Source: an optimization exercise on an open RTL-to-GDS flow (aim: small area, a short achievable clock period and few clock cycles). Production flows keep margins and buffers that such runs may drop.
The RTL was checked by simulation tests, not by an equivalence proof against the original design.

==> design/flow/run.sh <==
#!/bin/bash
# synth_recipe.tcl (not shown) runs the flow's synth.tcl, then flattens the netlist and writes it again
# the make line also repeats each setting of config.mk as NAME=value (left out here)
make -C /OpenROAD-flow-scripts/flow DESIGN_CONFIG=/design/flow/config.mk WORK_HOME=/design/flow/orfs CLKGATE_MAP_FILE= SYNTH_SCRIPT=/design/flow/synth_recipe.tcl finish
==> design/flow/config.mk <==
export PLATFORM = sky130hd
export DESIGN_NAME = oarva_core
export DESIGN_NICKNAME = oarva_core
export VERILOG_FILES = /design/flow/design.v
export SDC_FILE = /design/flow/constraint.sdc
export NUM_CORES = 4
export LEC_CHECK = 0
export CAP_MARGIN = 20
export CORE_MARGIN = 2
export CORE_UTILIZATION = 40
export SLEW_MARGIN = 20
==> design/flow/constraint.sdc <==
create_clock -name core_clock -period 16.0 [get_ports {clk}]
set_input_delay 3.2000 -clock core_clock [delete_from_list [all_inputs] [get_ports {clk}]]
set_output_delay 3.2000 -clock core_clock [all_outputs]
set_load 0.01 [all_outputs]
==> design/flow/design.v <==
module oarva_core (
    input  wire        clk,
    input  wire        rst,           
    input  wire [2:0]  core_id,       
    input  wire        shadow,        
    output wire [11:0] imem_addr,
    input  wire [31:0] imem_rdata,
    output wire [10:0] dmem_addr,
    output wire [3:0]  dmem_we,
    output wire [31:0] dmem_wdata,
    input  wire [31:0] dmem_rdata,
    output wire        halted,
    output wire [3:0]  exc_cause,     
    output wire [11:0] halt_pc,       
    output wire [23:0] exc_addr,      
    output wire [3:0]  flags          
);
    localparam [1:0] S_FETCH = 2'd0,
                     S_EXEC  = 2'd1,
                     S_LOAD  = 2'd2,
                     S_HALT  = 2'd3;
    localparam [3:0] EXC_ILLEGAL     = 4'h1,
                     EXC_DMEM_BOUNDS = 4'h2,
                     EXC_TRAP        = 4'h6;
    reg [1:0]  state;
    reg [11:0] pc;
    reg [31:0] sreg [1:31];
    reg        fz, fn, fc, fv;
    reg [3:0]  cause_q;
    reg [11:0] epc_q;
    reg [23:0] eaddr_q;
    reg [4:0]  ld_rd;
    reg [2:0]  ld_kind;       
    reg [1:0]  ld_lo;         
    wire [31:0] ir   = imem_rdata;
    wire [5:0]  op   = ir[31:26];
    wire [4:0]  rd   = ir[25:21];
    wire [4:0]  ra   = ir[20:16];
    wire [4:0]  rb   = ir[15:11];
    wire [15:0] imm  = ir[15:0];
    wire [3:0]  func = ir[3:0];
    wire [3:0]  cond = ir[25:22];
    wire [31:0] simm = {{16{imm[15]}}, imm};
    wire [31:0] uimm = {16'h0000, imm};
    wire [31:0] a   = (ra == 5'd0) ? 32'h0 : sreg[ra];
    wire [31:0] b   = (rb == 5'd0) ? 32'h0 : sreg[rb];
    wire [31:0] rdv = (rd == 5'd0) ? 32'h0 : sreg[rd];
    wire [11:0] pc_next = pc + 12'd1;
    reg  [31:0] add_b;
    reg         add_sub;
    reg         add_cin;
    wire [31:0] add_bx  = add_sub ? ~add_b : add_b;
    wire [32:0] add_sum = {1'b0, a} + {1'b0, add_bx} + {32'h0, add_cin};
    wire [31:0] add_r   = add_sum[31:0];
    wire        add_c   = add_sub ? ~add_sum[32] : add_sum[32];
    wire        add_v   = add_sub ? ((a[31] ^ add_b[31]) & (a[31] ^ add_r[31]))
                                  : (~(a[31] ^ add_b[31]) & (a[31] ^ add_r[31]));
    reg  [4:0]  sh_amt;
    reg  [1:0]  sh_kind;      
    wire [32:0] shl_w = {1'b0, a} << sh_amt;
    wire [32:0] shr_w = {a, 1'b0} >> sh_amt;
    wire [32:0] sar_w = $signed({a, 1'b0}) >>> sh_amt;
    reg  [31:0] sh_r;
    reg         sh_c;
    always @(*) begin
        case (sh_kind)
            2'd0:    begin sh_r = shl_w[31:0];  sh_c = shl_w[32]; end
            2'd1:    begin sh_r = shr_w[32:1];  sh_c = shr_w[0];  end
            default: begin sh_r = sar_w[32:1];  sh_c = sar_w[0];  end
        endcase
    end
    wire        mul_signed = (func == 4'hD);
    wire [32:0] mul_a = {mul_signed & a[31], a};
    wire [32:0] mul_b = {mul_signed & b[31], b};
    wire [65:0] mul_p = $signed(mul_a) * $signed(mul_b);
    reg cond_ok;
    always @(*) begin
        case (cond)
            4'd0:  cond_ok = 1'b1;
            4'd1:  cond_ok = fz;
            4'd2:  cond_ok = ~fz;
            4'd3:  cond_ok = fc;
            4'd4:  cond_ok = ~fc;
            4'd5:  cond_ok = ~fc & ~fz;
            4'd6:  cond_ok = fc | fz;
            4'd7:  cond_ok = fn ^ fv;
            4'd8:  cond_ok = ~(fn ^ fv);
            4'd9:  cond_ok = ~fz & ~(fn ^ fv);
            4'd10: cond_ok = fz | (fn ^ fv);
            4'd11: cond_ok = fn;
            4'd12: cond_ok = ~fn;
            4'd13: cond_ok = fv;
            default: cond_ok = ~fv;
        endcase
    end
    wire [31:0] daddr    = a + simm;
    wire        is_load  = (op == 6'h10) || (op == 6'h11) || (op == 6'h12) ||
                           (op == 6'h13) || (op == 6'h14);
    wire        is_store = (op == 6'h18) || (op == 6'h19) || (op == 6'h1A);
    reg  [2:0]  mwidth;       
    always @(*) begin
        case (op)
            6'h10, 6'h18: mwidth = 3'd4;
            6'h11, 6'h12, 6'h19: mwidth = 3'd2;
            default: mwidth = 3'd1;
        endcase
    end
    wire misaligned = ((mwidth == 3'd4) && (daddr[1:0] != 2'b00)) ||
                      ((mwidth == 3'd2) && daddr[0]);
    wire out_of_range = (daddr[31:13] != 19'h0);
    wire bounds_err = (is_load || is_store) && (misaligned || out_of_range);
    reg        illegal;
    reg        wr_en;         
    reg [4:0]  wr_idx;
    reg [31:0] wr_val;
    reg        set_zn;        
    reg        set_cv;        
    reg        set_c_sh;      
    reg        take;          
    reg [11:0] tgt;
    reg        do_halt;
    reg        do_trap;
    reg [31:0] res;
    always @(*) begin
        illegal  = 1'b0;
        wr_en    = 1'b0;
        wr_idx   = rd;
        res      = 32'h0;
        set_zn   = 1'b0;
        set_cv   = 1'b0;
        set_c_sh = 1'b0;
        take     = 1'b0;
        tgt      = 12'h0;
        do_halt  = 1'b0;
        do_trap  = 1'b0;
        add_b    = b;
        add_sub  = 1'b0;
        add_cin  = 1'b0;
        sh_amt   = b[4:0];
        sh_kind  = 2'd0;
        case (op)
            6'h01: begin                                    
                add_b = simm;
                res = add_r; wr_en = 1'b1; set_zn = 1'b1; set_cv = 1'b1;
            end
            6'h02: begin                                    
                if (ir[10:4] != 7'h0) illegal = 1'b1;
                if ((func == 4'hE || func == 4'hF) && rd != 5'd0) illegal = 1'b1;
                case (func)
                    4'h0: begin res = add_r; set_cv = 1'b1; end
                    4'h1: begin add_cin = fc; res = add_r; set_cv = 1'b1; end
                    4'h2: begin add_sub = 1'b1; add_cin = 1'b1; res = add_r; set_cv = 1'b1; end
                    4'h3: begin add_sub = 1'b1; add_cin = ~fc; res = add_r; set_cv = 1'b1; end
                    4'h4: res = a & b;
                    4'h5: res = a | b;
                    4'h6: res = a ^ b;
                    4'h7: res = a & ~b;
                    4'h8: begin sh_kind = 2'd0; res = sh_r; set_c_sh = (b[4:0] != 5'd0); end
                    4'h9: begin sh_kind = 2'd1; res = sh_r; set_c_sh = (b[4:0] != 5'd0); end
                    4'hA: begin sh_kind = 2'd2; res = sh_r; set_c_sh = (b[4:0] != 5'd0); end
                    4'hB: res = mul_p[31:0];
                    4'hC, 4'hD: res = mul_p[63:32];
                    4'hE: begin add_sub = 1'b1; add_cin = 1'b1; res = add_r; set_cv = 1'b1; end
                    default: res = a & b;                   
                endcase
                wr_en = 1'b1; set_zn = 1'b1;
            end
            6'h03: begin                                    
                if (rd != 5'd0) illegal = 1'b1;
                add_b = simm; add_sub = 1'b1; add_cin = 1'b1;
                res = add_r; wr_en = 1'b1; set_zn = 1'b1; set_cv = 1'b1;
            end
            6'h04: begin res = a & uimm; wr_en = 1'b1; set_zn = 1'b1; end    
            6'h05: begin res = a | uimm; wr_en = 1'b1; set_zn = 1'b1; end    
            6'h06: begin res = a ^ uimm; wr_en = 1'b1; set_zn = 1'b1; end    
            6'h07: begin                                    
                if (ra != 5'd0) illegal = 1'b1;
                res = {imm, 16'h0000}; wr_en = 1'b1;
            end
            6'h08, 6'h09, 6'h0A: begin                      
                if (imm[15:5] != 11'h0) illegal = 1'b1;
                sh_amt = imm[4:0];
                sh_kind = op[1:0];
                res = sh_r; wr_en = 1'b1; set_zn = 1'b1;
                set_c_sh = (imm[4:0] != 5'd0);
            end
            6'h10, 6'h11, 6'h12, 6'h13, 6'h14,
            6'h18, 6'h19, 6'h1A: begin
            end
            6'h20: begin                                    
                if (ir[21:12] != 10'h0 || cond == 4'd15) illegal = 1'b1;
                take = cond_ok; tgt = ir[11:0];
            end
            6'h21: begin                                    
                if (ir[25:12] != 14'h0) illegal = 1'b1;
                take = 1'b1; tgt = ir[11:0];
                wr_en = 1'b1; wr_idx = 5'd31; res = {20'h0, pc_next};
            end
            6'h22: begin                                    
                if (ir[15:0] != 16'h0 || rd != 5'd0) illegal = 1'b1;
                take = 1'b1; tgt = a[11:0];
            end
            6'h23: begin                                    
                if (ir[15:0] != 16'h0) illegal = 1'b1;
                take = 1'b1; tgt = a[11:0];
                wr_en = 1'b1; res = {20'h0, pc_next};
            end
            6'h3E: begin                                    
                if (ir[20:4] != 17'h0) illegal = 1'b1;
                if (func > 4'd4) illegal = 1'b1;
                if (func != 4'd4 && rd != 5'd0) illegal = 1'b1;
                case (func)
                    4'd1: do_halt = 1'b1;
                    4'd2: do_trap = 1'b1;
                    4'd4: begin
                        wr_en = 1'b1;
                        res = {23'h0, shadow, 5'h0, core_id};
                    end
                    default: ;                               
                endcase
            end
            default: illegal = 1'b1;
        endcase
        wr_val = res;
    end
    wire exec_store = (state == S_EXEC) && is_store && !bounds_err;
    reg [3:0]  st_mask;
    reg [31:0] st_data;
    always @(*) begin
        case (op)
            6'h18:   begin st_mask = 4'b1111;                 st_data = rdv; end
            6'h19:   begin st_mask = 4'b0011 << daddr[1:0];   st_data = {2{rdv[15:0]}}; end
            default: begin st_mask = 4'b0001 << daddr[1:0];   st_data = {4{rdv[7:0]}}; end
        endcase
    end
    assign imem_addr  = pc;
    assign dmem_addr  = daddr[12:2];
    assign dmem_we    = exec_store ? st_mask : 4'b0000;
    assign dmem_wdata = st_data;
    reg [31:0] ld_val;
    always @(*) begin
        case (ld_kind)
            3'd0: ld_val = dmem_rdata;
            3'd1: ld_val = ld_lo[1] ? {{16{dmem_rdata[31]}}, dmem_rdata[31:16]}
                                    : {{16{dmem_rdata[15]}}, dmem_rdata[15:0]};
            3'd2: ld_val = ld_lo[1] ? {16'h0, dmem_rdata[31:16]}
                                    : {16'h0, dmem_rdata[15:0]};
            default: begin
                case (ld_lo)
                    2'd0: ld_val = {24'h0, dmem_rdata[7:0]};
                    2'd1: ld_val = {24'h0, dmem_rdata[15:8]};
                    2'd2: ld_val = {24'h0, dmem_rdata[23:16]};
                    default: ld_val = {24'h0, dmem_rdata[31:24]};
                endcase
                if (ld_kind == 3'd3) ld_val[31:8] = {24{ld_val[7]}};
            end
        endcase
    end
    integer i;
    always @(posedge clk) begin
        if (rst) begin
            state   <= S_FETCH;
            pc      <= 12'h000;
            fz <= 1'b0; fn <= 1'b0; fc <= 1'b0; fv <= 1'b0;
            cause_q <= 4'h0;
            epc_q   <= 12'h000;
            eaddr_q <= 24'h0;
            ld_rd   <= 5'd0;
            ld_kind <= 3'd0;
            ld_lo   <= 2'd0;
            for (i = 1; i < 32; i = i + 1)
                sreg[i] <= 32'h0;
        end else begin
            case (state)
                S_FETCH: state <= S_EXEC;
                S_EXEC: begin
                    if (illegal) begin
                        cause_q <= EXC_ILLEGAL;
                        epc_q   <= pc;
                        eaddr_q <= {10'h0, pc, 2'b00};
                        state   <= S_HALT;
                    end else if (bounds_err) begin
                        cause_q <= EXC_DMEM_BOUNDS;
                        epc_q   <= pc;
                        eaddr_q <= daddr[23:0];
                        state   <= S_HALT;
                    end else if (is_load) begin
                        ld_rd   <= rd;
                        ld_kind <= op[2:0];
                        ld_lo   <= daddr[1:0];
                        pc      <= pc_next;
                        state   <= S_LOAD;
                    end else if (is_store) begin
                        pc      <= pc_next;
                        state   <= S_FETCH;
                    end else begin
                        if (wr_en && wr_idx != 5'd0)
                            sreg[wr_idx] <= wr_val;
                        if (set_zn) begin
                            fz <= (wr_val == 32'h0);
                            fn <= wr_val[31];
                        end
                        if (set_cv) begin
                            fc <= add_c;
                            fv <= add_v;
                        end
                        if (set_c_sh)
                            fc <= sh_c;
                        if (do_trap) begin
                            cause_q <= EXC_TRAP;
                            epc_q   <= pc_next;
                            eaddr_q <= {10'h0, pc, 2'b00};
                            state   <= S_HALT;
                        end else if (do_halt) begin
                            epc_q   <= pc_next;
                            state   <= S_HALT;
                        end else begin
                            pc    <= take ? tgt : pc_next;
                            state <= S_FETCH;
                        end
                    end
                end
                S_LOAD: begin
                    if (ld_rd != 5'd0)
                        sreg[ld_rd] <= ld_val;
                    state <= S_FETCH;
                end
                default: state <= S_HALT;
            endcase
        end
    end
    assign halted    = (state == S_HALT);
    assign exc_cause = cause_q;
    assign halt_pc   = epc_q;
    assign exc_addr  = eaddr_q;
    assign flags     = {fv, fc, fn, fz};
endmodule
==> impl_metrics.csv <==
group,metric,value,unit
run_status,status,"finished clean",
cells_and_area,fin_cells,14800,
clock_network,cts_hold_buffers,0,
place,placed_cells,14600,
sta,post-route-period-util,94.9,%
logic_synthesis,synth-simple-area-share,11.8,%
die,core,287000,sq um
logic_synthesis,syn_area_per_cell,10.6,sq um
route,drc,0,
route,drtIter0Drc,15600,
logic_synthesis,synth_flop_cell,"edfxtp_1",
sta,slew_headroom,13.5,%
logic_synthesis,synth_top_family_by_area,"adder cells",
grt,grt_pass1_vias,97900,
place,dp_worst_setup_slack,0.327,ns
logic_synthesis,ys_seq_area_share,27.8,%
worst_setup_path,critPathCaptureType,"flip-flop",
route,viasPerCell,6.61,
grt,grt_pass1_wl,762000,um
grt,antenna_found_initial,27,
logic_synthesis,yosys.area_share.adder,23.5,%
grt,grt_max_degree,118,
clock_network,h-tree-depth,3,
run,drv_cap,0,
route,drt_wl_total,549000,um
worst_setup_path,max_stage_delay,0.75,ns
route,first_pass_iters,12,
logic_synthesis,netlist_area,115000,sq um
logic_synthesis,synthMuxAreaShare,19.2,%
min_path,hold_start,"eaddr_q[0]",
min_path,hold_end,"eaddr_q[0]",
min_path,min_path_type,"flip-flop to flip-flop",
route,wire_per_inst,37.0,um
clock_network,cts_max_path_buffers,3,
route,ant_nets,0,
sta,hold_violations,0,
sta,max_freq,65.9,MHz
die,die-width,541,um
clock_network,cts_tree,"yes",
logic_synthesis,ys_warn_count,1,
sta,setup-violations-final,0,
worst_setup_path,path_max_fanout,20,
route,routed-via-count,98000,
min_path,min_path_cells,2,
worst_setup_path,cp-start-kind,"primary input",
grt,track_usage,37.0,%
logic_synthesis,ys_types,114,
die,ios,174,
die,die_area,292000,sq um
logic_synthesis,netlist_instances,10900,
sta,worst_slew_pin_slew,1.26,ns
place,dp_hpwl,388000,um
worst_setup_path,cp_data_arrival_time,15.92,ns
place,portBuffers,172,
clock_network,cts_resized,0,
clock_network,path_clk_slew,0.08,ns
sta,grt_setup_unrepaired,"no",
cells_and_area,finalNetCount,12500,
sta,finalSetupTns,0,ns
sta,slew_viol_final,0,
sta,layout_min_cycle_time,15.18,ns
die,dieHeight,541,um
logic_synthesis,async_flop_share,0,%
logic_synthesis,synth_compound_area_share,8.37,%
clock_network,postCtsSetupBuffers,0,
cells_and_area,drive_above_1_share,17.3,%
clock_network,cts-root-buf,"clkbuf_16",
worst_setup_path,reg2reg_depth,34,
worst_setup_path,critPathKind,"primary input to flip-flop",
sta,clock_skew,0.0916,ns
clock_network,cts_sinks,1091,
logic_synthesis,synth_edf_count,1024,
sta,final.setup.worst_slack,0.820,ns
worst_setup_path,cp_slowest_cell,"clkdlybuf4s50_1",
clock_network,clk_latency,0.85,ns
worst_setup_path,rrSetupSlack,3.97,ns
place,place_congestion,1.04,
worst_setup_path,r2r_end,"fz",
logic_synthesis,ys_ff_latch,1091,
die,num_rows,197,
worst_setup_path,crit_top_cell,"fa_1",
logic_synthesis,synth_xor_area_share,1.45,%
clock_network,cts_inserted_buffers,118,
worst_setup_path,r2r_start,"sreg[3][14]",
cells_and_area,area_delta_synth_final,11.2,%
die,start_util,40.1,%
worst_setup_path,critical_path_required,16.74,ns
grt,overflow,0,
## worst max-delay path by stage
stage | to | startpoint | depth (start not counted) | slack, ns
floorplan | fz | imem_rdata[12] | 44 | 2.03
global placement | fz | imem_rdata[20] | 38 | 0.38
detailed placement | fz | imem_rdata[20] | 38 | 0.33
CTS | fz | imem_rdata[20] | 38 | 1.11
global route | fz | imem_rdata[20] | 38 | 0.61
finish | fz | imem_rdata[20] | 38 | 0.82
## metal layers
| layer | track usage, % | routed length (um) | vias to the layer above | share of wire, % |
|---|---|---|---|---|
| met3 | 12.2 | 75400 | 2161 | 14 |
| met5 | 0.164 | 214 | - | 0.039 |
| met1 | 45.4 | 190000 | 49600 | 35 |
| met2 | 55.0 | 236000 | 8419 | 43 |
| met4 | 26.2 | 47800 | 24 | 8.7 |
| li1 | - | - | 37800 | - |
## sequential cells by signal, summed over array words and instances (netlist names)
register  cells
ld_lo         2
fv            1
pc           12
fc            1
state         2
fn            1
sreg       1024
fz            1
cause_q       3
ld_kind       3
epc_q        12
eaddr_q      24
ld_rd         5
## metrics by stage
stage	utilization, %	hold WS, ns	cell area [sq um]
floorplan	-	0.476	115000
detailed placement	43.1	0.448	124000
global route	44.6	0.474	128000
finish	44.6	0.456	128000
CTS	44.6	0.454	128000
global placement	43.1	0.449	124000
## placed cells by master (no fill, tap or decap), types with 33 or more instances in the layout
cell type / synthesis / final
nor2b_1: 43 / 39
mux4_2: 782 / 782
o22ai_1: 47 / 47
xnor2_1: 150 / 150
nand3_1: 116 / 114
mux2i_1: 377 / 375
nor3_1: 105 / 90
buf_4: 76 / 557
clkdlybuf4s50_1: 0 / 157
nand2b_1: 68 / 35
dfxtp_1: 67 / 67
a22oi_1: 130 / 128
clkbuf_16: 0 / 118
nand2_1: 1190 / 1158
a21o_1: 77 / 77
a21oi_1: 308 / 302
conb_1: 1 / 33
nand4_1: 36 / 36
mux2_2: 52 / 52
fa_1: 1128 / 1128
nor2_1: 1531 / 1524
a31oi_1: 61 / 58
nand2b_2: 0 / 33
inv_1: 1293 / 1292
edfxtp_1: 1024 / 1024
buf_12: 5 / 67
o211ai_1: 57 / 57
o21ai_0: 236 / 234
xor2_1: 41 / 41
a221oi_1: 48 / 48
nand2_2: 1 / 33
ha_1: 355 / 355
a211oi_1: 90 / 88
## cells by family after synthesis
family          count (synthesis)
other cells                     1
flops                        1091
fa+ha+maj                    1484
compound gates               1412
buf+inv                      2209
mux                          1217
simple gates                 3272
xor+xnor                      191
## critical path, delay by kind of cell
| family | cells | cell delay [ns] |
|---|---|---|
| fa+ha+maj | 9 | 4.43 |
| simple gates | 11 | 3.67 |
| buf+inv | 9 | 2.37 |
| compound gates | 8 | 1.88 |
| xor+xnor | 1 | 0.22 |
## cells in the mapped netlist (77+ instances only)
cell type	number	area share (%)
a211oi_1	90	0.59
a21o_1	77	0.50
a21oi_1	308	1.3
a22oi_1	130	0.85
buf_1	113	0.37
buf_2	95	0.41
clkbuf_1	549	1.8
edfxtp_1	1024	27
fa_1	1128	20
ha_1	355	3.9
inv_1	1293	4.2
mux2i_1	377	3.3
mux4_2	782	15
nand2_1	1190	3.9
nand3_1	116	0.50
nor2_1	1531	5.0
nor3_1	105	0.46
o21ai_0	236	1.0
xnor2_1	150	1.1
## layout make-up
class | count | area [sq um]
antenna | 18 | 45.0
clock buffer | 133 | 3030
clock inverter | 85 | 1220
fill | 26800 | 159000
inverter | 1322 | 4970
multi-input combinational | 7609 | 74900
sequential | 1091 | 32100
tap | 3781 | 4730
timing repair buffer | 790 | 7210
Testbench counts, summed over its fixed seeds: cycles 80,870.

static timing again, ports no longer ideal:
Ports are ideal in the flow. The routed layout listed here was re-timed in OpenROAD.
Step 1 sets driving cells, clkbuf_16 on the clock port and buf_2 on the other inputs (assumed; they add their load-dependent delay and slew).
Step 2, shift: input delay + t, output delay - t, t = (earliest + latest rising clock arrival at the registers) / 2. This alone moves slack from input paths to output paths.
Three values: no drivers, after step 1, after step 2; two values: the first two.
shift t [ns]: 0.903
slack for setup (ns): 0.820 / 0.900 / -0.003
worst hold slack (ns): 0.456 / 0.456 / 0.456
worst data-port slew with drivers (ns): 0.11
With both steps, setup timing fails in this run, where it was met with ideal ports. For this run, drivers alone change the setup slack by +0.080 ns; drivers and shift together by -0.823 ns.
